Context: an optimization exercise on an open-source flow, tuned for small area. The choices shown serve that exercise and are no tape-out recipe.
Only simulation tests tie the RTL to the original design; equivalence was not proved.
Power is estimated from default activity; no workload was simulated.

run 1:
// pwm_axis
module pwm_axis (
    input  wire        clk,
    input  wire        rst,
    input  wire [19:0] t_pwm,         
    input  wire [1:0]  k_sel,         
    input  wire        inv_h,         
    input  wire        inv_l,         
    input  wire [7:0]  min_pulse,     
    input  wire [15:0] dt_min,
    input  wire [15:0] dt_max,
    input  wire [15:0] dt_fix,
    input  wire [11:0] margin,
    input  wire        adapt_en,
    input  wire        sw_inv,
    input  wire [9:0]  filt_n,        
    input  wire        filt_clk,      
    input  wire        trip_pol,      
    input  wire        trip_en,
    input  wire        trip_action,   
    input  wire [7:0]  latch_n,       
    input  wire [15:0] win,           
    input  wire [9:0]  gfilt_n,       
    input  wire        gfilt_clk,
    input  wire        gtrip_pol,
    input  wire        gtrip_en,
    input  wire        gmode,         
    input  wire        gmask,         
    input  wire        pwm_on,        
    input  wire [15:0] duty_u,        
    input  wire [15:0] duty_v,
    input  wire [15:0] duty_w,
    input  wire [2:0]  rel,           
    input  wire [2:0]  sw,            
    input  wire        trip_in,       
    input  wire        gtrip_in,      
    input  wire        sto,           
    input  wire        fault_clear,   
    input  wire        clr_fb_seen,   
    input  wire        clr_trip_total,  
    output wire [2:0]  gate_h,        
    output wire [2:0]  gate_l,        
    output wire        tick,          
    output reg         on,
    output reg         sto_now,
    output wire        trip_now,
    output wire [2:0]  fb_now,
    output reg  [2:0]  fb_seen,
    output wire        in_level,
    output wire        g_level,
    output reg         window_open,
    output reg         latched,
    output reg  [7:0]  win_count,
    output reg  [15:0] trip_total,
    output reg         ev_pwm,
    output reg  [19:0] cmp_u,
    output reg  [19:0] cmp_v,
    output reg  [19:0] cmp_w,
    output reg  [2:0]  released,
    output wire [15:0] dt_rise_u,
    output wire [15:0] dt_fall_u,
    output wire [15:0] dt_rise_v,
    output wire [15:0] dt_fall_v,
    output wire [15:0] dt_rise_w,
    output wire [15:0] dt_fall_w
);
export LEC_CHECK = 0
export CAP_MARGIN = 20
export CELL_PAD_IN_SITES_DETAIL_PLACEMENT = 1
export CELL_PAD_IN_SITES_GLOBAL_PLACEMENT = 1
export CORE_MARGIN = 2
export CORE_UTILIZATION = 40
export CTS_BUF_LIST = sky130_fd_sc_hd__clkbuf_16
export CTS_CLUSTER_DIAMETER = 80
export CTS_CLUSTER_SIZE = 15
export PLACE_DENSITY = 0.6
export SLEW_MARGIN = 20
export SYNTH_HIERARCHICAL = 1
create_clock -name core_clock -period 13.0 [get_ports {clk}]
run.sh (not shown) runs the stock make flow with config.mk's settings and CLKGATE_MAP_FILE= SYNTH_SCRIPT=/design/flow/synth_recipe.tcl, a recipe that flattens the netlist after the stock synthesis.
Run 1 ended with every stage complete and zero timing, DRC or antenna violations.
#### Input delta (run 2 over run 1)
==> flow/flow/run.sh (new file) <==
#!/bin/bash
# The standard layout, with one change: buffer_ports puts the smallest
# buffer cell (buf_1) on every input and output port instead of the default
# delay buffer; repair_design still resizes any port buffer that needs it.
set -euo pipefail
export BUFFER_PORTS_ARGS="-buffer_cell sky130_fd_sc_hd__buf_1"
bash standard.sh 2>&1 | tee standard_flow.log
==> flow/standard.sh (new file) <==
#!/bin/bash
# synth_recipe.tcl (not shown) runs the flow's synth.tcl, then flattens the netlist and writes it again
# the make line also repeats each setting of config.mk as NAME=value (left out here)
make -C /OpenROAD-flow-scripts/flow DESIGN_CONFIG=/design/flow/config.mk WORK_HOME=/design/flow/orfs CLKGATE_MAP_FILE= SYNTH_SCRIPT=/design/flow/synth_recipe.tcl "${@:-finish}"
removed: flow/run.sh
### Flow results
Run 2 vs run 1 on transition time at the pin with the least slew margin: run 2 is the lower one. Of run 2 and run 1, it is run 2 that has the lower post-route worst setup slack. From run 1 to run 2 the numbers moved as follows: fraction of power consumed by the clock network has increased, maximum ir drop on the vdd rail dropped 4.9%. Portion of the clock cycle consumed by the worst path in the final layout was lower in run 1 than in run 2. Compared run 2 vs run 1, and sequential share of layout area is up in run 2. Wire length on met2 of run 2 falls short of that of run 1 slightly. Global-route total usage across every layer was higher in the run labelled run 1. Final area, run 2 vs run 1: down by a few percent. Compared with run 1, in run 2 static leakage power -5.6%, worst hold slack -8.6 ps.

-- separate check: timing with driven ports --
No port has a modelled driver above. Below, the same layouts with a new extraction and two added sets of constraints. Step 1 assumes that a clkbuf_16 drives the clock port and a buf_2 every other input. Step 2 times the ports against the registers' clock, not the clock port: input delays grow and output delays shrink by t, the midpoint of the rising clock arrivals with the driver on. Three values: ideal ports, drivers, drivers and shift; two values: the first two.
run	shift t [ns]	setup slack, ns	latest minus earliest clock arrival (ns)
run 1	0.669	0.812 / 0.857 / 0.188	0.016 / 0.016
run 2	0.669	0.766 / 0.812 / 0.142	0.019 / 0.019
After both steps every run listed still meets setup and hold.
